Background: an optimization exercise with open tools, aiming at small area and a short achievable clock period. Do not read the settings as production practice. At most, simulation tests tie the RTL to the original design; equivalence was not proved. The RTL of run 1 was laid out without a check of its function. Power is estimated from default activity; no workload was simulated.

$ cat flow/config.mk
export PLATFORM = sky130hd
export DESIGN_NAME = arb_res
export DESIGN_NICKNAME = arb_res
export VERILOG_FILES = /design/flow/design.v
export SDC_FILE = /design/flow/constraint.sdc
export NUM_CORES = 8
export LEC_CHECK = 0
export CAP_MARGIN = 20
export CORE_MARGIN = 2
export CORE_UTILIZATION = 60
export CTS_CLUSTER_DIAMETER = 80
export CTS_CLUSTER_SIZE = 24
export SLEW_MARGIN = 20
export SYNTH_HIERARCHICAL = 1
export TNS_END_PERCENT = 10
$ cat flow/constraint.sdc
create_clock -name core_clock -period 48.0 [get_ports {clk}]
set_input_delay 9.6000 -clock core_clock [delete_from_list [all_inputs] [get_ports {clk}]]
set_output_delay 9.6000 -clock core_clock [all_outputs]
set_load 0.01 [all_outputs]
$ cat flow/design.v
module arb_res (
    input  wire        clk,
    input  wire        rst,
    input  wire        tick_i,
    input  wire        pause_i,
    input  wire        cmd_valid_i,
    input  wire        cmd_op_i,
    input  wire [5:0]  cmd_id_i,
    input  wire [15:0] cmd_lst_i,
    input  wire        cmd_nodl_i,
    input  wire        cmd_lock_i,
    input  wire        unlock_i,
    output wire        gnt_valid_o,
    output wire [5:0]  gnt_id_o,
    output wire        gnt_lock_o,
    output wire        gnt_miss_o,
    output wire [15:0] gnt_slack_o,
    output wire        locked_o,
    output wire        lock_over_o,
    output wire        lock_reject_o,
    output wire        rewrite_o,
    output wire [6:0]  sat_cnt_o,
    output wire [6:0]  shift_cnt_o,
    output wire [5:0]  ptr_o,
    output wire [15:0] now_o
);
    localparam N = 64;
    localparam W = 17;                    
    reg [N-1:0]  v_q;                     
    reg [N-1:0]  s_q;                     
    reg [N-1:0]  nb_q;                    
    reg [15:0]   kb_q [0:N-1];            
    reg [3:0]    lk_q;                    
    reg [15:0]   now_q;
    reg [5:0]    ptr_q;
    reg          lock_act_q;
    reg [4:0]    lock_beat_q;             
    reg [6:0]    nv_q;                    
    reg [6:0]    sat_cnt_q;
    reg [6:0]    shift_cnt_q;
    wire cmd_new = cmd_valid_i & ~cmd_op_i;
    wire cmd_rw  = cmd_valid_i &  cmd_op_i;
    wire dt      = tick_i & ~pause_i;     
    localparam WL = W + 1;                
    wire [N-1:0] lob;                     
    genvar i;
    generate
        for (i = 0; i < N; i = i + 1) begin : g_lo
            assign lob[i] = (i >= ptr_q);
        end
    endgenerate
    reg  [63:0]     pc1_q;                
    reg  [7:0]      pcr_q;                
    reg  [3:0]      rz_q;                 
    localparam WR = WL - 4;               
    wire [8*WR-1:0] l1_z;  wire [7:0] l1_any, l1_tie;  wire [63:0] l1_sel;  wire [23:0] l1_idx;
    wire [WR-1:0]   l2_z;  wire       l3_any, l3_tie;  wire [7:0]  l2_sel, l2_rem;
    wire [WL-1:0]   l3_z = {rz_q, l2_z};
    generate
        for (i = 0; i < 8; i = i + 1) begin : g_l1
            wire [8*WR-1:0] key;
            genvar j;
            for (j = 0; j < 8; j = j + 1) begin : g_k
                assign key[j*WR +: WR] = {kb_q[8*i+j][12:0], lob[8*i+j]};
            end
            arb_node u (.c0(v_q[8*i +: 8]), .cp(pc1_q[8*i +: 8]), .kb(key), .tie_in(8'b0),
                .z(l1_z[WR*i +: WR]), .any(l1_any[i]), .sel(l1_sel[8*i +: 8]),
                .idx(l1_idx[3*i +: 3]), .tie(l1_tie[i]));
        end
    endgenerate
    arb_root u_l2 (.c0(l1_any), .cp(pcr_q), .kb(l1_z), .tie_in(l1_tie),
        .z(l2_z), .any(l3_any), .sel(l2_sel), .rem(l2_rem), .tie(l3_tie));
    wire [N-1:0] sel;                     
    generate
        for (i = 0; i < N; i = i + 1) begin : g_sel
            assign sel[i] = l1_sel[i] & l2_sel[i/8];
        end
    endgenerate
    wire [N-1:0] hit;                     
    generate
        for (i = 0; i < N; i = i + 1) begin : g_hit
            assign hit[i] = (cmd_id_i == i);
        end
    endgenerate
    wire [7:0] preg, hitg;
    arb_pre u_pre (.cmd_id(cmd_id_i), .ptr(ptr_q), .lob(lob), .l1_sel(l1_sel),
        .preg(preg), .hitg(hitg));
    wire lkg = |(l1_sel[47:44] & lk_q);   
    wire [W-1:0] l3_min = ~l3_z[WL-1:1];
    wire        ties = l3_tie;
    integer k;
    wire        new_v, rw_v;
    arb_vsel u_vsel (.cmd_valid(cmd_valid_i), .cmd_op(cmd_op_i), .cmd_id(cmd_id_i), .v(v_q),
        .new_v(new_v), .rw_v(rw_v));
    wire [15:0] kc;
    arb_ksub u_ksub (.lst(cmd_lst_i), .now(now_q), .kc(kc));
    wire        n_lt, n_eq;
    arb_kcmp u_kcmp (.a({1'b0, cmd_nodl_i, kc}), .bz({l3_any, l3_z[WL-1:1]}), .lt(n_lt), .eq(n_eq));
    wire lock_end = lock_act_q & (lock_beat_q == 5'd31);
    wire held     = lock_act_q & ~lock_end;
    wire free     = ~pause_i & ~held;
    wire lk_ok    = cmd_id_i[5:2] == 4'b1011;
    wire new_w, tie;
    arb_out u_out (.new_v(new_v), .n_lt(n_lt), .n_eq(n_eq), .ties(ties), .rem(l2_rem),
        .preg(preg), .hitg(hitg), .idg(l1_idx), .lkg(lkg), .rw_v(rw_v), .free_any(free & l3_any),
        .kc(kc), .mn(l3_min), .cmd_id(cmd_id_i), .cmd_nodl(cmd_nodl_i),
        .lock_n(cmd_lock_i & lk_ok), .new_w(new_w), .tie(tie), .gnt_id(gnt_id_o),
        .gnt_lock(gnt_lock_o), .gnt_slack(gnt_slack_o), .gnt_miss(gnt_miss_o),
        .rewrite(rewrite_o));
    assign gnt_valid_o = free & (new_v | l3_any);
    assign locked_o      = held;
    assign lock_over_o   = lock_end;
    assign ptr_o         = ptr_q;
    assign now_o         = now_q;
    assign lock_reject_o = new_v & cmd_lock_i & ~lk_ok;
    assign sat_cnt_o     = sat_cnt_q;
    assign shift_cnt_o   = shift_cnt_q;
    wire gs_any = gnt_valid_o & ~new_w;           
    wire gn     = gnt_valid_o &  new_w;           
    wire [15:0] kc_t  = dt ? kc - 16'd1 : kc;
    wire        sat_c = tick_i & ~kc_t[15] & (~kc_t[14] | (kc_t[13:0] == 14'd0));
    wire [15:0] kc_st = sat_c ? 16'd0 : kc_t;
    wire [N-1:0] chk;                     
    wire [N-1:0] nx_v, nx_nb, nx_k, nx_k14, nx_k13;    
    wire new_st = new_v & ~gn;            
    generate
        for (i = 0; i < N; i = i + 1) begin : g_slot
            wire [15:0] kb_nx;
            wire        s_nx, v_nx;
            arb_slot u (.kb(kb_q[i]), .s(s_q[i]), .v(v_q[i]), .hit(hit[i]), .gs(gs_any & sel[i]),
                .new_st(new_st), .cmd_rw(cmd_rw), .dt(dt), .tick(tick_i), .kc_st(kc_st),
                .sat_c(sat_c), .kb_nx(kb_nx), .s_nx(s_nx), .v_nx(v_nx), .chk(chk[i]));
            assign nx_v[i]  = v_nx;
            assign nx_nb[i] = (new_st & hit[i]) ? ~cmd_nodl_i : nb_q[i];
            assign nx_k[i]  = kb_nx[15];
            assign nx_k14[i] = kb_nx[14];
            assign nx_k13[i] = kb_nx[13];
            always @(posedge clk) begin
                kb_q[i] <= kb_nx;
                nb_q[i] <= nx_nb[i];
            end
            always @(posedge clk) begin
                if (rst)
                    v_q[i] <= 1'b0;
                else
                    v_q[i] <= v_nx;
                s_q[i] <= s_nx;
            end
        end
    endgenerate
    wire [63:0] pc8_nx, pc1_nx;
    wire [7:0]  z8h, z8l, z7h, z7l;
    generate
        for (i = 0; i < 8; i = i + 1) begin : g_p1
            arb_dstage u8 (.c(nx_v[8*i +: 8]), .hb(nx_nb[8*i +: 8]), .lb(nx_k[8*i +: 8]),
                .zh(z8h[i]), .zl(z8l[i]), .cn(pc8_nx[8*i +: 8]));
            arb_dstage u7 (.c(pc8_nx[8*i +: 8]), .hb(nx_k14[8*i +: 8]), .lb(nx_k13[8*i +: 8]),
                .zh(z7h[i]), .zl(z7l[i]), .cn(pc1_nx[8*i +: 8]));
        end
    endgenerate
    wire [7:0] any_nx;
    generate
        for (i = 0; i < 8; i = i + 1) begin : g_pa
            assign any_nx[i] = |nx_v[8*i +: 8];
        end
    endgenerate
    wire [7:0] pcr8_nx, pcr_nx;
    wire [3:0] rz_nx;
    arb_dstage u_pr8 (.c(any_nx), .hb(z8h), .lb(z8l), .zh(rz_nx[3]), .zl(rz_nx[2]), .cn(pcr8_nx));
    arb_dstage u_pr7 (.c(pcr8_nx), .hb(z7h), .lb(z7l), .zh(rz_nx[1]), .zl(rz_nx[0]), .cn(pcr_nx));
    always @(posedge clk) begin
        if (rst) begin
            pc1_q <= 64'd0;
            pcr_q <= 8'd0;
            rz_q  <= 4'd0;
        end else begin
            pc1_q <= pc1_nx;
            pcr_q <= pcr_nx;
            rz_q  <= rz_nx;
        end
    end
    wire [6:0] chk_cnt;
    arb_popcount u_pc (.x(chk), .n(chk_cnt));
    wire chk_g   = gs_any & |(sel & chk);
    wire cmd_sat = sat_c & (new_st | (rw_v & ~s_q[cmd_id_i] & ~(gs_any & |(l2_sel & hitg))));
    wire [6:0] sat_cnt = chk_cnt - {6'd0, chk_g} + {6'd0, cmd_sat};
    wire [6:0] nv_nx = nv_q + {6'd0, new_st} - {6'd0, gs_any};
    always @(posedge clk) begin
        if (new_st & lk_ok)
            lk_q[cmd_id_i[1:0]] <= cmd_lock_i;
    end
    always @(posedge clk) begin
        if (rst) begin
            nv_q        <= 7'd0;
            sat_cnt_q   <= 7'd0;
            shift_cnt_q <= 7'd0;
            now_q       <= 16'd0;
            ptr_q       <= 6'd0;
            lock_act_q  <= 1'b0;
        end else begin
            nv_q        <= nv_nx;
            sat_cnt_q   <= tick_i ? sat_cnt : 7'd0;
            shift_cnt_q <= (tick_i & pause_i) ? nv_nx : 7'd0;
            now_q       <= now_q + {15'd0, tick_i};
            if (gnt_valid_o & tie)
                ptr_q <= gnt_id_o + 6'd1;
            if (gnt_valid_o & gnt_lock_o)
                lock_act_q <= 1'b1;
            else if (lock_act_q & (lock_end | unlock_i))
                lock_act_q <= 1'b0;
        end
    end
    always @(posedge clk) begin
        if (gnt_valid_o & gnt_lock_o)
            lock_beat_q <= 5'd0;
        else if (lock_act_q)
            lock_beat_q <= lock_beat_q + 5'd1;
    end
endmodule
module arb_slot (
    input  wire [15:0] kb,
    input  wire        s,
    input  wire        v,
    input  wire        hit,                 
    input  wire        gs,                  
    input  wire        new_st,              
    input  wire        cmd_rw,
    input  wire        dt,
    input  wire        tick,
    input  wire [15:0] kc_st,
    input  wire        sat_c,
    output wire [15:0] kb_nx,
    output wire        s_nx,
    output wire        v_nx,
    output wire        chk
);
    wire [15:0] k = ~kb;
    wire stn  = new_st & hit;
    wire rwh  = cmd_rw & hit & v & ~s;
    wire load = stn | (rwh & ~gs);
    wire [16:0] bw;                         
    assign bw[0] = dt;
    genvar j;
    generate
        for (j = 0; j < 16; j = j + 1) begin : g_bw
            assign bw[j+1] = bw[j] & kb[j];
        end
    endgenerate
    wire [15:0] kd = k ^ bw[15:0];
    wire lz   = (k[13:1] == 13'd0);
    wire r0   = ~k[15] & (~k[14] | (lz & ~k[0]));
    wire r1   = ~k[15] & (k[14] ? lz : ~(lz & ~k[0]));
    wire ck   = tick & (dt ? r1 : r0);
    wire zero = s | ck;
    wire keep = ~load & ~zero;
    assign v_nx  = (v & ~gs) | stn;
    assign chk   = v & ~s & ~rwh & ck;
    assign kb_nx = ~(({16{load}} & kc_st) | ({16{keep}} & kd));
    assign s_nx  = load ? sat_c : (v_nx & zero);
endmodule
module arb_ksub (
    input  wire [15:0] lst,
    input  wire [15:0] now,
    output wire [15:0] kc
);
    wire [15:0] p;                        
    wire [15:0] gk [0:4];                 
    wire [15:0] pk [0:3];
    genvar i, l;
    generate
        for (i = 0; i < 16; i = i + 1) begin : g_pg
            arb_xnor2 u_p (.a(lst[i]), .b(now[i]), .y(p[i]));
            if (i == 0) begin : g_c0                       
                arb_nand2b u_g (.a_n(lst[0]), .b(now[0]), .y(gk[0][0]));
            end else begin : g_g
                arb_andn u_g (.a(lst[i]), .b(now[i]), .x(gk[0][i]));
            end
            assign pk[0][i] = p[i];
        end
        for (l = 0; l < 4; l = l + 1) begin : g_l
            for (i = 0; i < 16; i = i + 1) begin : g_i
                if (i >= (1 << l)) begin : g_m
                    arb_a21o u_g (.a1(pk[l][i]), .a2(gk[l][i - (1 << l)]), .b1(gk[l][i]),
                        .x(gk[l+1][i]));
                    if (l < 3 && i >= (2 << l)) begin : g_p
                        arb_and2 u_p (.a(pk[l][i]), .b(pk[l][i - (1 << l)]), .x(pk[l+1][i]));
                    end else begin : g_np
                        assign pk[l+1][i] = 1'b0;
                    end
                end else begin : g_pass
                    assign gk[l+1][i] = gk[l][i];
                    assign pk[l+1][i] = 1'b0;
                end
            end
        end
        for (i = 0; i < 16; i = i + 1) begin : g_s
            if (i == 0) begin : g_s0
                arb_xor2 u_s (.a(lst[0]), .b(now[0]), .y(kc[0]));
            end else if (i == 15) begin : g_s15
                arb_xnor2 u_s (.a(p[15]), .b(gk[4][14]), .y(kc[15]));
            end else begin : g_si
                arb_xor2 u_s (.a(p[i]), .b(gk[4][i-1]), .y(kc[i]));
            end
        end
    endgenerate
endmodule
module arb_kcmp (
    input  wire [17:0] a,
    input  wire [17:0] bz,
    output wire        lt,
    output wire        eq
);
    wire [17:0] g0, e0;                   
    genvar i;
    generate
        for (i = 0; i < 18; i = i + 1) begin : g_b
            arb_nor2 u_g (.a(bz[i]), .b(a[i]), .y(g0[i]));
            arb_xor2 u_e (.a(a[i]), .b(bz[i]), .y(e0[i]));
        end
    endgenerate
    wire [7:0] g1, e1;
    wire [3:0] g2, e2;
    wire [1:0] g3, e3;
    wire       g4, e4, gl, el;
    generate
        for (i = 0; i < 8; i = i + 1) begin : g_l1
            arb_a21o u_g (.a1(e0[2*i+3]), .a2(g0[2*i+2]), .b1(g0[2*i+3]), .x(g1[i]));
            arb_and2 u_e (.a(e0[2*i+3]), .b(e0[2*i+2]), .x(e1[i]));
        end
        for (i = 0; i < 4; i = i + 1) begin : g_l2
            arb_a21o u_g (.a1(e1[2*i+1]), .a2(g1[2*i]), .b1(g1[2*i+1]), .x(g2[i]));
            arb_and2 u_e (.a(e1[2*i+1]), .b(e1[2*i]), .x(e2[i]));
        end
        for (i = 0; i < 2; i = i + 1) begin : g_l3
            arb_a21o u_g (.a1(e2[2*i+1]), .a2(g2[2*i]), .b1(g2[2*i+1]), .x(g3[i]));
            arb_and2 u_e (.a(e2[2*i+1]), .b(e2[2*i]), .x(e3[i]));
        end
    endgenerate
    arb_a21o u_g4 (.a1(e3[1]), .a2(g3[0]), .b1(g3[1]), .x(g4));
    arb_and2 u_e4 (.a(e3[1]), .b(e3[0]), .x(e4));
    arb_a21o u_gl (.a1(e0[1]), .a2(g0[0]), .b1(g0[1]), .x(gl));
    arb_and2 u_el (.a(e0[1]), .b(e0[0]), .x(el));
    arb_a21o u_lt (.a1(e4), .a2(gl), .b1(g4), .x(lt));
    arb_and2 u_eq (.a(e4), .b(el), .x(eq));
endmodule
module arb_out (
    input  wire        new_v,
    input  wire        n_lt,                
    input  wire        n_eq,                
    input  wire        ties,                
    input  wire [7:0]  rem,
    input  wire [7:0]  preg,
    input  wire [7:0]  hitg,
    input  wire [23:0] idg,
    input  wire        lkg,                 
    input  wire        rw_v,                
    input  wire        free_any,
    input  wire [15:0] kc,
    input  wire [16:0] mn,                  
    input  wire [5:0]  cmd_id,
    input  wire        cmd_nodl,
    input  wire        lock_n,
    output wire        new_w,
    output wire        tie,
    output wire [5:0]  gnt_id,
    output wire        gnt_lock,
    output wire [15:0] gnt_slack,
    output wire        gnt_miss,
    output wire        rewrite
);
    wire [8:0] d [0:7];
    wire [8:0] a [0:3];
    wire [8:0] b [0:1];
    wire [3:0] ya;
    wire [1:0] yb;
    genvar g;
    generate
        for (g = 0; g < 8; g = g + 1) begin : g_d
            assign d[g] = {g[2:0], idg[3*g +: 3], preg[g], hitg[g], (g == 5) ? lkg : 1'b0};
        end
        for (g = 0; g < 4; g = g + 1) begin : g_a
            assign a[g]  = rem[2*g] ? d[2*g] : d[2*g+1];
            assign ya[g] = rem[2*g] | rem[2*g+1];
        end
        for (g = 0; g < 2; g = g + 1) begin : g_b
            assign b[g]  = ya[2*g] ? a[2*g] : a[2*g+1];
            assign yb[g] = ya[2*g] | ya[2*g+1];
        end
    endgenerate
    wire [8:0] f       = yb[0] ? b[0] : b[1];
    wire [5:0] ids     = f[8:3];
    wire       n_first = ~f[2];                
    wire       lock_s  = f[0];
    assign rewrite = rw_v & ~(free_any & f[1]);
    assign new_w = new_v & (n_lt | (n_eq & n_first));
    assign tie   = new_v ? (n_eq | (~n_lt & ties)) : ties;
    wire [15:0] kw = new_w ? kc : mn[15:0];
    wire        nw = new_w ? cmd_nodl : mn[16];
    assign gnt_id    = new_w ? cmd_id : ids;
    assign gnt_lock  = new_w ? lock_n : lock_s;
    assign gnt_slack = kw ^ 16'h8000;
    assign gnt_miss  = ~nw & ~kw[15];
endmodule
module arb_vsel (
    input  wire        cmd_valid,
    input  wire        cmd_op,
    input  wire [5:0]  cmd_id,
    input  wire [63:0] v,
    output wire        new_v,
    output wire        rw_v
);
    wire vc = v[cmd_id];
    assign new_v = cmd_valid & ~cmd_op & ~vc;
    assign rw_v  = cmd_valid &  cmd_op &  vc;
endmodule
module arb_pre (
    input  wire [5:0]  cmd_id,
    input  wire [5:0]  ptr,
    input  wire [63:0] lob,                 
    input  wire [63:0] l1_sel,
    output wire [7:0]  preg,
    output wire [7:0]  hitg
);
    wire        c_ge_p = cmd_id >= ptr;
    wire [63:0] pre, hit;
    genvar i;
    generate
        for (i = 0; i < 64; i = i + 1) begin : g_i
            wire lt_c = (i < cmd_id);
            assign pre[i] = c_ge_p ? (lob[i] & lt_c) : (lob[i] | lt_c);
            assign hit[i] = (cmd_id == i);
        end
        for (i = 0; i < 8; i = i + 1) begin : g_g
            assign preg[i] = |(l1_sel[8*i +: 8] & pre[8*i +: 8]);
            assign hitg[i] = |(l1_sel[8*i +: 8] & hit[8*i +: 8]);
        end
    endgenerate
endmodule
module arb_popcount (input wire [63:0] x, output wire [6:0] n);
    wire w1, w2;
    arb_fa u_w1 (.a(x[0]), .b(x[1]), .c(x[2]), .s(w1), .co(w2));
    wire w3, w4;
    arb_fa u_w3 (.a(x[3]), .b(x[4]), .c(x[5]), .s(w3), .co(w4));
    wire w5, w6;
    arb_fa u_w5 (.a(x[6]), .b(x[7]), .c(x[8]), .s(w5), .co(w6));
    wire w7, w8;
    arb_fa u_w7 (.a(x[9]), .b(x[10]), .c(x[11]), .s(w7), .co(w8));
    wire w9, w10;
    arb_fa u_w9 (.a(x[12]), .b(x[13]), .c(x[14]), .s(w9), .co(w10));
    wire w11, w12;
    arb_fa u_w11 (.a(x[15]), .b(x[16]), .c(x[17]), .s(w11), .co(w12));
    wire w13, w14;
    arb_fa u_w13 (.a(x[18]), .b(x[19]), .c(x[20]), .s(w13), .co(w14));
    wire w15, w16;
    arb_fa u_w15 (.a(x[21]), .b(x[22]), .c(x[23]), .s(w15), .co(w16));
    wire w17, w18;
    arb_fa u_w17 (.a(x[24]), .b(x[25]), .c(x[26]), .s(w17), .co(w18));
    wire w19, w20;
    arb_fa u_w19 (.a(x[27]), .b(x[28]), .c(x[29]), .s(w19), .co(w20));
    wire w21, w22;
    arb_fa u_w21 (.a(x[30]), .b(x[31]), .c(x[32]), .s(w21), .co(w22));
    wire w23, w24;
    arb_fa u_w23 (.a(x[33]), .b(x[34]), .c(x[35]), .s(w23), .co(w24));
    wire w25, w26;
    arb_fa u_w25 (.a(x[36]), .b(x[37]), .c(x[38]), .s(w25), .co(w26));
    wire w27, w28;
    arb_fa u_w27 (.a(x[39]), .b(x[40]), .c(x[41]), .s(w27), .co(w28));
    wire w29, w30;
    arb_fa u_w29 (.a(x[42]), .b(x[43]), .c(x[44]), .s(w29), .co(w30));
    wire w31, w32;
    arb_fa u_w31 (.a(x[45]), .b(x[46]), .c(x[47]), .s(w31), .co(w32));
    wire w33, w34;
    arb_fa u_w33 (.a(x[48]), .b(x[49]), .c(x[50]), .s(w33), .co(w34));
    wire w35, w36;
    arb_fa u_w35 (.a(x[51]), .b(x[52]), .c(x[53]), .s(w35), .co(w36));
    wire w37, w38;
    arb_fa u_w37 (.a(x[54]), .b(x[55]), .c(x[56]), .s(w37), .co(w38));
    wire w39, w40;
    arb_fa u_w39 (.a(x[57]), .b(x[58]), .c(x[59]), .s(w39), .co(w40));
    wire w41, w42;
    arb_fa u_w41 (.a(x[60]), .b(x[61]), .c(x[62]), .s(w41), .co(w42));
    wire w43, w44;
    arb_fa u_w43 (.a(w1), .b(w3), .c(w5), .s(w43), .co(w44));
    wire w45, w46;
    arb_fa u_w45 (.a(w7), .b(w9), .c(w11), .s(w45), .co(w46));
    wire w47, w48;
    arb_fa u_w47 (.a(w13), .b(w15), .c(w17), .s(w47), .co(w48));
    wire w49, w50;
    arb_fa u_w49 (.a(w19), .b(w21), .c(w23), .s(w49), .co(w50));
    wire w51, w52;
    arb_fa u_w51 (.a(w25), .b(w27), .c(w29), .s(w51), .co(w52));
    wire w53, w54;
    arb_fa u_w53 (.a(w31), .b(w33), .c(w35), .s(w53), .co(w54));
    wire w55, w56;
    arb_fa u_w55 (.a(w37), .b(w39), .c(w41), .s(w55), .co(w56));
    wire w57, w58;
    arb_fa u_w57 (.a(w2), .b(w4), .c(w6), .s(w57), .co(w58));
    wire w59, w60;
    arb_fa u_w59 (.a(w8), .b(w10), .c(w12), .s(w59), .co(w60));
    wire w61, w62;
    arb_fa u_w61 (.a(w14), .b(w16), .c(w18), .s(w61), .co(w62));
    wire w63, w64;
    arb_fa u_w63 (.a(w20), .b(w22), .c(w24), .s(w63), .co(w64));
    wire w65, w66;
    arb_fa u_w65 (.a(w26), .b(w28), .c(w30), .s(w65), .co(w66));
    wire w67, w68;
    arb_fa u_w67 (.a(w32), .b(w34), .c(w36), .s(w67), .co(w68));
    wire w69, w70;
    arb_fa u_w69 (.a(w38), .b(w40), .c(w42), .s(w69), .co(w70));
    wire w71, w72;
    arb_fa u_w71 (.a(w43), .b(w45), .c(w47), .s(w71), .co(w72));
    wire w73, w74;
    arb_fa u_w73 (.a(w49), .b(w51), .c(w53), .s(w73), .co(w74));
    wire w75, w76;
    arb_fa u_w75 (.a(w44), .b(w46), .c(w48), .s(w75), .co(w76));
    wire w77, w78;
    arb_fa u_w77 (.a(w50), .b(w52), .c(w54), .s(w77), .co(w78));
    wire w79, w80;
    arb_fa u_w79 (.a(w56), .b(w57), .c(w59), .s(w79), .co(w80));
    wire w81, w82;
    arb_fa u_w81 (.a(w61), .b(w63), .c(w65), .s(w81), .co(w82));
    wire w83, w84;
    arb_fa u_w83 (.a(w58), .b(w60), .c(w62), .s(w83), .co(w84));
    wire w85, w86;
    arb_fa u_w85 (.a(w64), .b(w66), .c(w68), .s(w85), .co(w86));
    wire w87, w88;
    arb_fa u_w87 (.a(w71), .b(w73), .c(w55), .s(w87), .co(w88));
    wire w89, w90;
    arb_fa u_w89 (.a(w72), .b(w74), .c(w75), .s(w89), .co(w90));
    wire w91, w92;
    arb_fa u_w91 (.a(w77), .b(w79), .c(w81), .s(w91), .co(w92));
    wire w93, w94;
    arb_fa u_w93 (.a(w76), .b(w78), .c(w80), .s(w93), .co(w94));
    wire w95, w96;
    arb_fa u_w95 (.a(w82), .b(w83), .c(w85), .s(w95), .co(w96));
    wire w97, w98;
    arb_fa u_w97 (.a(w88), .b(w89), .c(w91), .s(w97), .co(w98));
    wire w99, w100;
    arb_fa u_w99 (.a(w90), .b(w92), .c(w93), .s(w99), .co(w100));
    wire w101, w102;
    arb_fa u_w101 (.a(w94), .b(w96), .c(w84), .s(w101), .co(w102));
    wire w103, w104;
    arb_fa u_w103 (.a(w97), .b(w67), .c(w69), .s(w103), .co(w104));
    wire w105, w106;
    arb_fa u_w105 (.a(w98), .b(w99), .c(w95), .s(w105), .co(w106));
    wire w107, w108;
    arb_fa u_w107 (.a(w100), .b(w101), .c(w86), .s(w107), .co(w108));
    wire w109, w110;
    arb_fa u_w109 (.a(w104), .b(w105), .c(w70), .s(w109), .co(w110));
    wire w111, w112;
    arb_fa u_w111 (.a(w110), .b(w106), .c(w107), .s(w111), .co(w112));
    wire w113, w114;
    arb_fa u_w113 (.a(w112), .b(w108), .c(w102), .s(w113), .co(w114));
    assign n = {1'b0, w114, w113, w111, w109, w103, w87} + {1'b0, 1'b0, 1'b0, 1'b0, 1'b0, 1'b0, x[63]};
endmodule
module arb_fa (input wire a, input wire b, input wire c, output wire s, output wire co);
    assign {co, s} = a + b + c;
endmodule
module arb_node #(parameter WL = 14) (
    input  wire [7:0]      c0,
    input  wire [7:0]      cp,                 
    input  wire [8*WL-1:0] kb,
    input  wire [7:0]      tie_in,
    output wire [WL-1:0]   z,
    output wire            any,
    output wire [7:0]      sel,
    output wire [2:0]      idx,
    output wire            tie
);
    localparam D = WL / 2;
    wire [7:0] cs [0:D];
    wire [7:0] cm;                         
    assign cs[D] = cp;
    genvar d, j;
    generate
        for (d = D-1; d >= 0; d = d - 1) begin : g_d
            wire [7:0] hb, lb;
            for (j = 0; j < 8; j = j + 1) begin : g_j
                assign hb[j] = kb[j*WL+2*d+1];
                assign lb[j] = kb[j*WL+2*d];
            end
            if (d == 0) begin : g_last
                arb_dstage_last u (.c(cs[d+1]), .hb(hb), .lb(lb), .zh(z[2*d+1]), .zl(z[2*d]),
                    .cn(cs[d]), .ch(cm));
            end else begin : g_mid
                arb_dstage u (.c(cs[d+1]), .hb(hb), .lb(lb), .zh(z[2*d+1]), .zl(z[2*d]),
                    .cn(cs[d]));
            end
        end
    endgenerate
    wire [7:0] cl = cs[0];
    wire [7:0] seen;                       
    assign seen[0] = 1'b0;
    generate
        for (j = 1; j < 8; j = j + 1) begin : g_seen
            assign seen[j] = |cl[j-1:0];
        end
    endgenerate
    assign sel = cl & ~seen;
    assign idx = {|sel[7:4], sel[7] | sel[6] | sel[3] | sel[2], sel[7] | sel[5] | sel[3] | sel[1]};
    reg [1:0] cnt;                         
    integer k;
    always @* begin
        cnt = 2'd0;
        for (k = 0; k < 8; k = k + 1)
            if (cm[k]) cnt = (cnt == 2'd0) ? 2'd1 : 2'd2;
    end
    assign tie = cnt[1] | |(sel & tie_in);
    assign any = |c0;
endmodule
module arb_root #(parameter WL = 14) (
    input  wire [7:0]      c0,
    input  wire [7:0]      cp,                 
    input  wire [8*WL-1:0] kb,
    input  wire [7:0]      tie_in,
    output wire [WL-1:0]   z,
    output wire            any,
    output wire [7:0]      sel,
    output wire [7:0]      rem,
    output wire            tie
);
    localparam D = WL / 2;
    wire [7:0] cs [0:D];
    wire [7:0] cm;                         
    assign cs[D] = cp;
    genvar d, j;
    generate
        for (d = D-1; d >= 0; d = d - 1) begin : g_d
            wire [7:0] hb, lb;
            for (j = 0; j < 8; j = j + 1) begin : g_j
                assign hb[j] = kb[j*WL+2*d+1];
                assign lb[j] = kb[j*WL+2*d];
            end
            if (d == 0) begin : g_last
                arb_dstage_last u (.c(cs[d+1]), .hb(hb), .lb(lb), .zh(z[2*d+1]), .zl(z[2*d]),
                    .cn(cs[d]), .ch(cm));
            end else begin : g_mid
                arb_dstage u (.c(cs[d+1]), .hb(hb), .lb(lb), .zh(z[2*d+1]), .zl(z[2*d]),
                    .cn(cs[d]));
            end
        end
    endgenerate
    wire [7:0] cl = cs[0];
    wire [7:0] seen;                       
    assign seen[0] = 1'b0;
    generate
        for (j = 1; j < 8; j = j + 1) begin : g_seen
            assign seen[j] = |cl[j-1:0];
        end
    endgenerate
    assign sel = cl & ~seen;
    assign rem = cl;
    reg [1:0] cnt;                         
    integer k;
    always @* begin
        cnt = 2'd0;
        for (k = 0; k < 8; k = k + 1)
            if (cm[k]) cnt = (cnt == 2'd0) ? 2'd1 : 2'd2;
    end
    assign tie = cnt[1] | |(sel & tie_in);
    assign any = |c0;
endmodule
module arb_dstage (
    input  wire [7:0] c,
    input  wire [7:0] hb,
    input  wire [7:0] lb,
    output wire       zh,
    output wire       zl,
    output wire [7:0] cn
);
    wire nzh;
    arb_dcore u (.c(c), .hb(hb), .lb(lb), .zh(zh), .zl(zl), .nzh(nzh), .cn(cn));
endmodule
module arb_dstage_last (
    input  wire [7:0] c,
    input  wire [7:0] hb,
    input  wire [7:0] lb,
    output wire       zh,
    output wire       zl,
    output wire [7:0] cn,
    output wire [7:0] ch
);
    wire nzh;
    arb_dcore u (.c(c), .hb(hb), .lb(lb), .zh(zh), .zl(zl), .nzh(nzh), .cn(cn));
    genvar j;
    generate
        for (j = 0; j < 8; j = j + 1) begin : g_j
            arb_o21a u_m (.a1(hb[j]), .a2(nzh), .b1(c[j]), .x(ch[j]));
        end
    endgenerate
endmodule
module arb_dcore (
    input  wire [7:0] c,
    input  wire [7:0] hb,
    input  wire [7:0] lb,
    output wire       zh,
    output wire       zl,
    output wire       nzh,
    output wire [7:0] cn
);
    wire [7:0] yh, ya, yb;
    wire [1:0] ph, pa, pb;
    wire       a, b, nzl;
    genvar j;
    generate
        for (j = 0; j < 8; j = j + 1) begin : g_j
            arb_nand2 u_h (.a(c[j]), .b(hb[j]), .y(yh[j]));            
            arb_nand3 u_a (.a(c[j]), .b(hb[j]), .c(lb[j]), .y(ya[j]));  
            arb_nand2 u_b (.a(c[j]), .b(lb[j]), .y(yb[j]));            
            arb_o221a u_c (.a1(hb[j]), .a2(nzh), .b1(lb[j]), .b2(nzl), .c1(c[j]), .x(cn[j]));
        end
        for (j = 0; j < 2; j = j + 1) begin : g_q
            arb_nand4 u_h (.a(yh[4*j]), .b(yh[4*j+1]), .c(yh[4*j+2]), .d(yh[4*j+3]), .y(ph[j]));
            arb_nand4 u_a (.a(ya[4*j]), .b(ya[4*j+1]), .c(ya[4*j+2]), .d(ya[4*j+3]), .y(pa[j]));
            arb_nand4 u_b (.a(yb[4*j]), .b(yb[4*j+1]), .c(yb[4*j+2]), .d(yb[4*j+3]), .y(pb[j]));
        end
    endgenerate
    arb_nor2  u_nh (.a(ph[0]), .b(ph[1]), .y(nzh));        
    arb_or2   u_zh (.a(ph[0]), .b(ph[1]), .x(zh));         
    arb_or2   u_a  (.a(pa[0]), .b(pa[1]), .x(a));
    arb_or2   u_b  (.a(pb[0]), .b(pb[1]), .x(b));
    arb_mux2i u_l  (.a0(b), .a1(a), .s(zh), .y(nzl));      
    arb_inv   u_zl (.a(nzl), .y(zl));
endmodule
module arb_inv (input wire a, output wire y);
    assign y = ~a;
endmodule
module arb_nand2 (input wire a, input wire b, output wire y);
    assign y = ~(a & b);
endmodule
module arb_nand3 (input wire a, input wire b, input wire c, output wire y);
    assign y = ~(a & b & c);
endmodule
module arb_nand4 (input wire a, input wire b, input wire c, input wire d, output wire y);
    assign y = ~(a & b & c & d);
endmodule
module arb_xor2 (input wire a, input wire b, output wire y);
    assign y = a ^ b;
endmodule
module arb_xnor2 (input wire a, input wire b, output wire y);
    assign y = ~(a ^ b);
endmodule
module arb_andn (input wire a, input wire b, output wire x);
    assign x = a & ~b;
endmodule
module arb_and2 (input wire a, input wire b, output wire x);
    assign x = a & b;
endmodule
module arb_a21o (input wire a1, input wire a2, input wire b1, output wire x);
    assign x = (a1 & a2) | b1;
endmodule
module arb_nand2b (input wire a_n, input wire b, output wire y);
    assign y = a_n | ~b;
endmodule
module arb_mux2i (input wire a0, input wire a1, input wire s, output wire y);
    assign y = ~(s ? a1 : a0);
endmodule
module arb_or2 (input wire a, input wire b, output wire x);
    assign x = a | b;
endmodule
module arb_nor2 (input wire a, input wire b, output wire y);
    assign y = ~(a | b);
endmodule
module arb_o21a (input wire a1, input wire a2, input wire b1, output wire x);
    assign x = (a1 | a2) & b1;
endmodule
module arb_o221a (input wire a1, input wire a2, input wire b1, input wire b2, input wire c1,
                  output wire x);
    assign x = (a1 | a2) & (b1 | b2) & c1;
endmodule
$ cat flow/flow/run.sh
#!/bin/bash
# Layout flow: the standard ORFS flow (standard.sh) with two changes.
#  1. Synthesis maps the logic with our own ABC scripts instead of ORFS's:
#     the small modules named in flow/speed_modules.txt with abc_speed.script
#     (ORFS's own speed script), everything else with abc_area.script. It is
#     otherwise the standard synthesis (synth_recipe.tcl, with the
#     settings of config.mk), so the registers keep their names and cells.
#  2. Timing repair aims at the setup slack margins in flow/margin.txt (ns):
#     the first up to clock tree synthesis, the second after it (global
#     route), so that the critical paths are sized for a shorter period than
#     the 48 ns clock. The constraints (clock, I/O delays, loads) are the standard flow's.
#  3. The port buffers are buf_2 cells.
# Each tool's output goes to synth.log / layout_cts.log / layout.log here, and ORFS's own logs
# under orfs/logs.
set -euo pipefail
W=$(pwd)
F=$W/flow
G=$W/flow_gen
mkdir -p "$G"
read -r MARGIN MARGIN2 < "$F/margin.txt"
SPEED=$(tr '\n' ' ' < "$F/speed_modules.txt")

sed "s|log_cmd abc {\*}\$abc_args|log_cmd abc -script $F/abc_speed.script {*}[lrange \$abc_args 2 end] $SPEED\n  log_cmd abc -script $F/abc_area.script {*}[lrange \$abc_args 2 end]|" \
    "$FLOW_HOME/scripts/synth.tcl" > "$G/synth.tcl"
grep -q "abc -script $F/abc_area.script" "$G/synth.tcl"
sed "s|source \$::env(SCRIPTS_DIR)/synth.tcl|source $G/synth.tcl|" synth_recipe.tcl > "$G/synth_recipe.tcl"
grep -q "source $G/synth.tcl" "$G/synth_recipe.tcl"

make -C "$FLOW_HOME" DESIGN_CONFIG="$W/config.mk" WORK_HOME="$W/orfs" CLKGATE_MAP_FILE= \
    SYNTH_SCRIPT="$G/synth_recipe.tcl" synth > "$W/synth.log" 2>&1

# ports get buf_2 buffers (ORFS's buffer_ports otherwise picks a delay cell)
for M in "$MARGIN" "$MARGIN2"; do
    sed "s|\"\${@:-finish}\"|SETUP_SLACK_MARGIN=$M 'BUFFER_PORTS_ARGS=-buffer_cell sky130_fd_sc_hd__buf_2' \"\${@:-finish}\"|" \
        standard.sh > "$G/standard_$M.sh"
    grep -q "SETUP_SLACK_MARGIN=$M" "$G/standard_$M.sh"
done
bash "$G/standard_$MARGIN.sh" cts > "$W/layout_cts.log" 2>&1
bash "$G/standard_$MARGIN2.sh" > "$W/layout.log" 2>&1
$ cat flow/flow/abc_area.script
&get -n
&st
&dch -f
&nf -R 1000
&put
$ cat flow/flow/abc_speed.script
&get -n
&st
&dch
&nf
&st
&syn2
&if -g -K 6
&synch2
&nf
&st
&syn2
&if -g -K 6
&synch2
&nf
&st
&syn2
&if -g -K 6
&synch2
&nf
&st
&syn2
&if -g -K 6
&synch2
&nf
&st
&syn2
&if -g -K 6
&synch2
&nf
&put
buffer -c
topo
stime -c
upsize -c
dnsize -c
$ cat flow/flow/margin.txt
25 20
$ cat flow/flow/speed_modules.txt
arb_out
arb_vsel
$ cat flow/standard.sh
#!/bin/bash
# synth_recipe.tcl (not shown) runs the flow's synth.tcl, then flattens the netlist and writes it again
# the make line also repeats each setting of config.mk as NAME=value (left out here)
make -C /OpenROAD-flow-scripts/flow DESIGN_CONFIG=/design/flow/config.mk WORK_HOME=/design/flow/orfs CLKGATE_MAP_FILE= SYNTH_SCRIPT=/design/flow/synth_recipe.tcl "${@:-finish}"
==> flow_metrics.tcl, run 1 <==
set metrics [dict create \
    io_pins 96 \
    setup_viol 0 \
    fp.dieH_um 394 \
    worstPathRequired_ns 38.40 \
    p_per_area_nw_per_um2 45.8 \
    grt_pass1_wl_um 593000 \
    reg2regPathDepth 72 \
    path_max_fanout 20 \
    vias_per_cell 7.18 \
    worstSetupStartpoint "kb_q[36][12]$_DFF_P_" \
    netlist_area_um2 91300 \
    holdWs_ns 0.530 \
    grt_pass1_vias 93800 \
    die_w_um 394 \
    slew_violations 0 \
    relSlewSlack_pct 11.5 \
    fin_worst_skew_ns 0.0824 \
    grt.total_usage_pct 50.2 \
    totalWireLength_um 410000 \
    worstPathArrival_ns 14.24 \
    crit_path_start_kind "flop" \
    timing.rr.start "kb_q[36][12]$_DFF_P_" \
    end_kind "output pin" \
    min_path_type "reg -> reg" \
    final_core_util_pct 67.1 \
    total_power_mw 4.66 \
    worstMarginPinSlew_ns 1.33 \
    place_hpwl_um 308000 \
    port_buffers 95 \
    die_area_um2 155000 \
    cts_buffers 86 \
    fin_crit_ns 23.84 \
    p_clk_share_pct 17.9 \
    hold_start "nb_q[4]$_DFF_P_" \
    start_util_pct 60.2 \
    whs_path_depth 2 \
    seq_power_share_pct 44.4 \
    clockRootBuffer "clkbuf_16" \
    wl_per_cell_um 29.1 \
    drv_cap 0 \
    first_pass_iters 14 \
    power.share.combinational_pct 37.7 \
    leakagePower_nw 40.1 \
    grt_max_degree 71 \
    rsz0062_at_grt "no" \
    post_dp_cell_area_um2 96500 \
    antenna_left 0 \
    finalCritPeriodShare_pct 49.7 \
    antenna_found_initial 23 \
    drc 0 \
    max_freq_ghz 0.0420 \
    p_int_mw 2.49 \
    finalSetupTns_ns 0 \
    final_area_um2 102000 \
    cp_slowest_cell "mux2i_4" \
    peakVddDrop_v 0.0000463 \
    rows 143 \
    cts_max_path_buffers 3 \
    synth_area_per_cell_um2 7.96 \
    layout.nets 13100 \
    run_status "finished clean" \
    clock_latency_ns 0.80 \
    power_switching_mw 2.17 \
    finalHoldViolations 0 \
    worst-setup-path-type "reg -> out" \
    cpPeakStageDelay_ns 0.57 \
    gp_congestion 1.09 \
    h-tree-depth 3 \
    numClockSinks 1345 \
    vias 101000 \
    yosysWarnings 13 \
    synthCells 11500 \
    cts_tree "yes" \
    drive_gt1_share_pct 6.62 \
    grt_overflow 0 \
    coreArea_um2 152000 \
    drt_first_iter_violations 15700 \
    hold_buffers 0 \
    area_delta_synth_final_pct 11.3 \
    power.share.switching_pct 46.5 \
    clk_pin_slew_ns 0.10 \
]
area by class of cell:
cell class	count	area, um2
diodes	14	35.0
clock buffers	87	2160
clock inverters	55	747
fillers	12300	49900
inverters	299	1170
multi-input cells	9869	65000
flip-flops and latches	1345	27000
well taps	2030	2540
repair buffers	367	3010
through the flow:
stage / std cells / worst slack, ns
detailed placement: 13800 / 19.63
global placement: 13800 / 18.08
CTS: 14100 / 24.98
floorplan: 11500 / 24.57
finish: 14100 / 24.16
global route: 14100 / 23.98
metal layers:
layer | track usage (%) | vias to the layer above | wire length (um)
met3 | 13.7 | 1962 | 55700
met2 | 74.8 | 7649 | 169000
met4 | 36.3 | 18 | 36200
met5 | 0 | - | 112
met1 | 62.3 | 47500 | 148000
li1 | - | 43900 | -
placed cells by master (no fill, tap or decap), drive strengths merged, types with 62 or more instances in the layout:
master / instances
and2: 80
or2: 250
or3: 73
nand3: 954
nand2: 1639
o221a: 648
nand4: 712
and3: 151
a21o: 69
nor2b: 183
nor4: 114
clkbuf: 87
o21a: 77
mux2i: 109
o21ai: 407
a21oi: 1235
ha: 1013
xor2: 117
nor2: 1424
dfxtp: 1341
nor3: 62
clkinv: 317
buf: 364
conb: 70
what timing repair did:
item	CTS	global route
resized for setup	389	0
endpoints found under the setup margin	100	0
setup buffers	53	0
registers in the layout (all words and copies together), names as in the netlist:
name / count
lk_q: 4
rz_q: 4
nv_q: 7
nb_q: 64
pc1_q: 64
s_q: 64
sat_cnt_q: 7
lock_beat_q: 5
pcr_q: 8
shift_cnt_q: 7
ptr_q: 6
v_q: 64
lock_act_q: 1
kb_q: 1024
now_q: 16
path summary, 6_finish.rpt:
kind                    endpoint  slack (ns)
max                  gnt_id_o[4]       24.16
min              nb_q[4]$_DFF_P_        0.53
max reg2reg  pcr_q[2]$_SDFF_PP0_       25.30
min reg2reg      nb_q[4]$_DFF_P_        0.53
power groups by stage:
stage               Sequential (mW)  Clock [mW]  Combinational, mW
floorplan                      1.86           0               1.14
global placement               2.03           0               1.54
detailed placement             2.06           0               1.66
CTS                            2.03       0.831               1.69
global route                   2.10       0.872               1.94
finish                         2.07       0.836               1.76
worst max-delay path, delay by kind of cell (launching register included):
kind / cells / cell delay, ns
compound gates: 10 / 3.23
simple gates: 25 / 4.79
flops: 1 / 0.49
mux: 8 / 3.49
buf+inv: 6 / 1.40
==> run 2: changes to the inputs <==
--- a/flow/design.v
+++ b/flow/design.v
@@ -700,7 +700,7 @@
 );
     wire [7:0] yh, ya, yb;
     wire [1:0] ph, pa, pb;
-    wire       a, b, nzl;
+    wire       na, nb, nzl;
     genvar j;
     generate
         for (j = 0; j < 8; j = j + 1) begin : g_j
@@ -716,10 +716,10 @@
         end
     endgenerate
     arb_nor2  u_nh (.a(ph[0]), .b(ph[1]), .y(nzh));        
-    arb_or2   u_zh (.a(ph[0]), .b(ph[1]), .x(zh));         
-    arb_or2   u_a  (.a(pa[0]), .b(pa[1]), .x(a));
-    arb_or2   u_b  (.a(pb[0]), .b(pb[1]), .x(b));
-    arb_mux2i u_l  (.a0(b), .a1(a), .s(zh), .y(nzl));      
+    arb_inv   u_zh (.a(nzh), .y(zh));
+    arb_nor2  u_na (.a(pa[0]), .b(pa[1]), .y(na));
+    arb_nor2  u_nb (.a(pb[0]), .b(pb[1]), .y(nb));
+    arb_mux2  u_l  (.a0(na), .a1(nb), .s(nzh), .x(nzl));   
     arb_inv   u_zl (.a(nzl), .y(zl));
 endmodule
 module arb_inv (input wire a, output wire y);
@@ -752,11 +752,8 @@
 module arb_nand2b (input wire a_n, input wire b, output wire y);
     assign y = a_n | ~b;
 endmodule
-module arb_mux2i (input wire a0, input wire a1, input wire s, output wire y);
-    assign y = ~(s ? a1 : a0);
-endmodule
-module arb_or2 (input wire a, input wire b, output wire x);
-    assign x = a | b;
+module arb_mux2 (input wire a0, input wire a1, input wire s, output wire x);
+    assign x = s ? a1 : a0;
 endmodule
 module arb_nor2 (input wire a, input wire b, output wire y);
     assign y = ~(a | b);
==> run 2 against run 1 <==
Against the previous run: highest routed layer unchanged; sequential share of layout area up 0.37 points; largest cell class unchanged; global-route usage up 0.27 points; still clean; non-clock buffer count down 17; clock power about the same; maximum frequency up 1.5%; core utilization down 0.22 points.
==> flow_metrics.tcl, run 2 <==
set metrics [dict create \
    coreArea_um2 150000 \
    drc 0 \
    rsz0062_at_grt "no" \
    drt_first_iter_violations 14800 \
    finalCritPeriodShare_pct 48.9 \
    fin_crit_ns 23.49 \
    final_area_um2 100000 \
    critPathMostFrequentCell "nand2_1" \
    grt_overflow 0 \
    cts_tree "yes" \
    clockRootBuffer "clkbuf_16" \
    totalWireLength_um 403000 \
    power.share.combinational_pct 37.2 \
    finalSetupTns_ns 0 \
    netlist_area_um2 90800 \
    holdWs_ns 0.529 \
    slew_violations 0 \
    regMostFlops "kb_q" \
    worst-setup-path-type "reg -> out" \
    vias_per_cell 7.15 \
    run_status "finished clean" \
    fin_worst_skew_ns 0.0536 \
    start_util_pct 60.5 \
    worstMarginPinSlew_ns 1.20 \
    first_pass_iters 13 \
    place_hpwl_um 302000 \
    numClockSinks 1345 \
    die_w_um 393 \
    max_freq_ghz 0.0426 \
    power_switching_mw 2.18 \
    total_power_mw 4.67 \
    peakVddDrop_v 0.0000565 \
    die_area_um2 154000 \
    cp_slowest_cell "mux2_1" \
    leakagePower_nw 39.5 \
    vias 100000 \
    whs_path_depth 2 \
    hold_buffers 0 \
    synth_area_per_cell_um2 7.92 \
    io_pins 96 \
    finalHoldViolations 0 \
    dp_cells 13800 \
    p_per_area_nw_per_um2 46.6 \
    area_delta_synth_final_pct 10.4 \
    port_buffers 95 \
    cpPeakStageDelay_ns 0.54 \
    grt_max_degree 73 \
    layout.nets 13100 \
    clock_latency_ns 0.78 \
    grt_pass1_vias 93900 \
    dpl_worst_slack_ns 22.00 \
    power.share.switching_pct 46.7 \
    seq_power_share_pct 45.0 \
    antenna_left 0 \
    drive_gt1_share_pct 6.13 \
    instances_no_fill 14000 \
    worstPathRequired_ns 38.40 \
    fp.dieH_um 393 \
    p_clk_share_pct 17.9 \
    min_path_type "reg -> reg" \
    worstPathArrival_ns 13.89 \
    wl_per_cell_um 28.7 \
    largest_register_ffs 1024 \
    gp_congestion 1.12 \
    reg2reg_to "pcr_q[3]$_SDFF_PP0_" \
    cts_max_path_buffers 3 \
    reg2regPathDepth 67 \
    final_core_util_pct 66.8 \
    setup_slack_ns 24.51 \
    grt_pass1_wl_um 588000 \
    path_max_fanout 10 \
    yosysWarnings 13 \
    h-tree-depth 3 \
    final_common_cell "nand2_1" \
    crit_path_start_kind "flop" \
    r2r_slack_ns 26.09 \
    relSlewSlack_pct 20.1 \
    grt.total_usage_pct 50.5 \
    setup_viol 0 \
    final_cell_mix "nand2_1 (1634), nor2_1 (1516), dfxtp_1 (1341)" \
    timing.rr.start "kb_q[14][12]$_DFF_P_" \
    cts_buffers 84 \
    hold_start "nb_q[53]$_DFF_P_" \
    clk_pin_slew_ns 0.10 \
    p_int_mw 2.49 \
    rows 142 \
    end_kind "output pin" \
    antenna_found_initial 28 \
    min_to "nb_q[53]$_DFF_P_" \
    synthCells 11500 \
    post_dp_cell_area_um2 95800 \
    drv_cap 0 \
]
run 2: worst max-delay path by stage:
stage / from / to / slack, ns
floorplan: cmd_id_i[0] / gnt_id_o[3] / 24.57
global placement: kb_q[18][12]$_DFF_P_ / gnt_slack_o[0] / 22.07
detailed placement: kb_q[19][12]$_DFF_P_ / gnt_slack_o[0] / 22.00
CTS: cmd_lst_i[9] / gnt_id_o[4] / 25.00
global route: kb_q[19][12]$_DFF_P_ / rewrite_o / 24.06
finish: kb_q[45][12]$_DFF_P_ / gnt_id_o[4] / 24.51
run 2: power groups by stage:
stage | registers [mW] | clock network [mW] | logic (mW)
CTS | 2.06 | 0.829 | 1.67
global placement | 2.06 | 0 | 1.52
global route | 2.14 | 0.868 | 1.92
floorplan | 1.86 | 0 | 1.14
detailed placement | 2.09 | 0 | 1.64
finish | 2.10 | 0.834 | 1.74
run 2: area by class of cell:
cell class | count | area, um2
Antenna cell | 18 | 45.0
Clock buffer | 93 | 2240
Clock inverter | 45 | 661
Fill cell | 12200 | 49700
Inverter | 380 | 1470
Multi-Input combinational cell | 9788 | 63700
Sequential cell | 1345 | 27000
Tap cell | 2016 | 2520
Timing Repair Buffer | 350 | 2620
run 2: worst max-delay path, delay by kind of cell, from the launching register on:
| family | cells | cell delay [ns] |
|---|---|---|
| AND/OR/NAND/NOR | 27 | 5.23 |
| multiplexers | 7 | 3.56 |
| AO/OA/AOI/OAI | 12 | 3.32 |
| buffers and inverters | 4 | 0.63 |
| flip-flops | 1 | 0.38 |
run 2: timing repair:
action | in CTS | in global routing
endpoints found under the setup margin | 35 | 0
resized for setup | 257 | 0
buffers inserted | 43 | 0
endpoints found under the hold margin | 0 | 0
run 2: metal layers:
| metal | track usage, % | share of wire, % | up-vias |
|---|---|---|---|
| li1 | - | - | 43800 |
| met5 | 1.50 | 0.059 | - |
| met4 | 37.2 | 9.1 | 30 |
| met3 | 16.9 | 14 | 2079 |
| met1 | 60.9 | 36 | 46900 |
| met2 | 74.4 | 41 | 7525 |
==> run 3: changes to the inputs <==
==> flow/flow/margin.txt (replaced) <==
25 24.5
==> run 3 against run 2 <==
Against the previous run: still clean on timing, DRC and antenna; combinational power about the same; non-clock buffer count up 26; global-route usage unchanged; core utilization up 0.15 points; clock skew up 0.0026 ns; clock-buffer cell count unchanged; die area unchanged; maximum frequency up 0.23%; synthesized cell count unchanged; cell count up 0.19%; power about the same; hold slack worse by 0.0011 ns; critical path type is now in -> out; largest cell class unchanged.
==> flow_metrics.tcl, run 3 <==
set metrics [dict create \
    whs_path_depth 2 \
    path_max_fanout 9 \
    final_area_um2 100000 \
    run_status "finished clean" \
    synthCells 11500 \
    clk_pin_slew_ns 0.10 \
    antenna_found_initial 28 \
    die_area_um2 154000 \
    cts_buffers 84 \
    drc 0 \
    clock_latency_ns 0.78 \
    worstMarginPinSlew_ns 1.19 \
    max_freq_ghz 0.0427 \
    numClockSinks 1345 \
    grt_pass1_wl_um 588000 \
    end_kind "output pin" \
    peakVddDrop_v 0.0000568 \
    cts_max_path_buffers 3 \
    worstPathRequired_ns 38.40 \
    min_to "nb_q[53]$_DFF_P_" \
    cts_tree "yes" \
    die_w_um 393 \
    rsz0062_at_grt "yes" \
    clockRootBuffer "clkbuf_16" \
    min_path_type "reg -> reg" \
    port_buffers 95 \
    drive_gt1_share_pct 6.44 \
    largest_register_ffs 1024 \
    h-tree-depth 3 \
    finalCritPeriodShare_pct 48.8 \
    finalHoldViolations 0 \
    final_cell_mix "nand2_1 (1634), nor2_1 (1516), dfxtp_1 (1341)" \
    finalSetupTns_ns 0 \
    holdWs_ns 0.528 \
    totalWireLength_um 404000 \
    wl_met3_um 56500 \
    routedLengthMet1_um 144000 \
    worstPathArrival_ns 13.84 \
    drv_cap 0 \
    fp.dieH_um 393 \
    reg2reg_to "pcr_q[3]$_SDFF_PP0_" \
    slew_violations 0 \
    synth_area_per_cell_um2 7.92 \
    drt_first_iter_violations 14700 \
    wl_per_cell_um 28.7 \
    regMostFlops "kb_q" \
    hold_start "nb_q[53]$_DFF_P_" \
    worst-setup-path-type "in -> out" \
    leakagePower_nw 39.6 \
    r2r_slack_ns 26.27 \
    io_pins 96 \
    place_hpwl_um 302000 \
    reg2regPathDepth 67 \
    relSlewSlack_pct 20.8 \
    grt_overflow 0 \
    grt_pass1_vias 93900 \
    grt_max_degree 73 \
    setup_viol 0 \
    grt.total_usage_pct 50.5 \
    netlist_area_um2 90800 \
    p_per_area_nw_per_um2 46.6 \
    timing.rr.start "kb_q[14][12]$_DFF_P_" \
    coreArea_um2 150000 \
    area_delta_synth_final_pct 10.7 \
    rows 142 \
    first_pass_iters 12 \
    yosysWarnings 13 \
    post_dp_cell_area_um2 95800 \
    final_common_cell "nand2_1" \
    fin_crit_ns 23.44 \
    fin_worst_skew_ns 0.0562 \
    vias_per_cell 7.15 \
    start_util_pct 60.5 \
    crit_path_start_kind "primary input" \
    layout.nets 13100 \
    antenna_left 0 \
    vias 101000 \
    gp_congestion 1.12 \
    routed.top_layer "met5" \
    wl_met2_um 166000 \
]
-- run 3: final cells by class --
type | instances | area [um2]
antenna | 18 | 45.0
inverter | 380 | 1470
timing repair buffer | 376 | 2810
multi-input combinational | 9788 | 63700
fill | 12200 | 49500
clock inverter | 45 | 661
clock buffer | 93 | 2240
sequential | 1345 | 27000
tap | 2016 | 2520
-- run 3: how the worst max path moves through the flow --
stage,from,end,slack (ns)
6_report,cmd_lst_i[12],gnt_id_o[1],24.56
4_1_cts,cmd_lst_i[9],gnt_id_o[4],25.00
3_3_place_gp,kb_q[18][12]$_DFF_P_,gnt_slack_o[0],22.07
5_1_grt,kb_q[5][12]$_DFF_P_,gnt_id_o[3],24.50
3_5_place_dp,kb_q[19][12]$_DFF_P_,gnt_slack_o[0],22.00
2_1_floorplan,cmd_id_i[0],gnt_id_o[3],24.57
-- run 3: metal layers --
metal	vias to the layer above	global-route usage, %
met4	34	37.2
met1	47000	60.9
li1	43800	-
met2	7637	74.4
met5	-	1.50
met3	2084	16.9
-- run 3: worst max-delay path: stages --
cell and delay [ns]:
buf_2 0.19, xnor2_4 0.46, and2_0 0.24, and2_0 0.21, and2_0 0.19, a21o_1 0.22, xor2_4 0.27, xor2_1 0.17
and2_0 0.14, and2_1 0.17, and2_1 0.17, and2_4 0.20, and2_1 0.18, and2_4 0.17, o2111ai_2 0.17, o221ai_4 0.25
buf_6 0.17, buf_6 0.16, nand2_1 0.11, o21ai_4 0.13, buf_2 0.25
-- run 3: stage by stage --
step	power, mW	utilization (%)	worst slack [ns]	cells
6_report	4.68	67.0	24.56	14100
5_1_grt	4.93	67.0	24.50	14100
4_1_cts	4.56	66.8	25.00	14000
3_5_place_dp	3.73	63.9	22.00	13800
3_3_place_gp	3.58	63.9	22.07	13800
2_1_floorplan	3.00	-	24.57	11500
-- run 3: where the power goes --
group          total [mW]  internal (mW)  leakage, nW  switching, mW
Sequential           2.10           1.50         11.0          0.600
Clock               0.834          0.370         1.40          0.464
Combinational        1.74          0.621         27.2           1.12
Total                4.68           2.49         39.6           2.18
-- run 3: timing repair --
item | CTS | global route
pin swaps | 31 | 13
setup endpoints to repair | 35 | 25
hold buffers | 0 | 0
gates cloned | 3 | 0
gates resized for setup | 257 | 16
buffers inserted | 43 | 26

[port drivers added, routing unchanged]
Ports are ideal in the flow. The routed layouts listed here were re-timed in OpenROAD.
Step 1: set_driving_cell puts a clkbuf_16 on clk and a buf_2 on each other input, an assumption about the parent block.
Step 2 moves the port delays by t, midway between the first and last clock arrival at a register: inputs arrive t later, outputs are due t later. That takes back most of the time a late clock gives input paths.
a / b / c = no drivers / after step 1 / after step 2; a / b = the first two.
run | t (ns) | slack for setup (ns) | hold slack, ns | clock arrival spread, ns
run 1 | 0.852 | 24.165 / 24.069 / 24.665 | 0.530 / 0.530 / 0.530 | 0.082 / 0.082
run 2 | 0.845 | 24.508 / 24.412 / 24.487 | 0.529 / 0.529 / 0.529 | 0.053 / 0.053
run 3 | 0.847 | 24.563 / 24.437 / 24.437 | 0.528 / 0.528 / 0.528 | 0.056 / 0.057
After both steps every run listed still meets setup and hold. The setup slack of run 3, which loses most, moves by -0.126 ns with the drivers and by -0.126 ns with both steps.
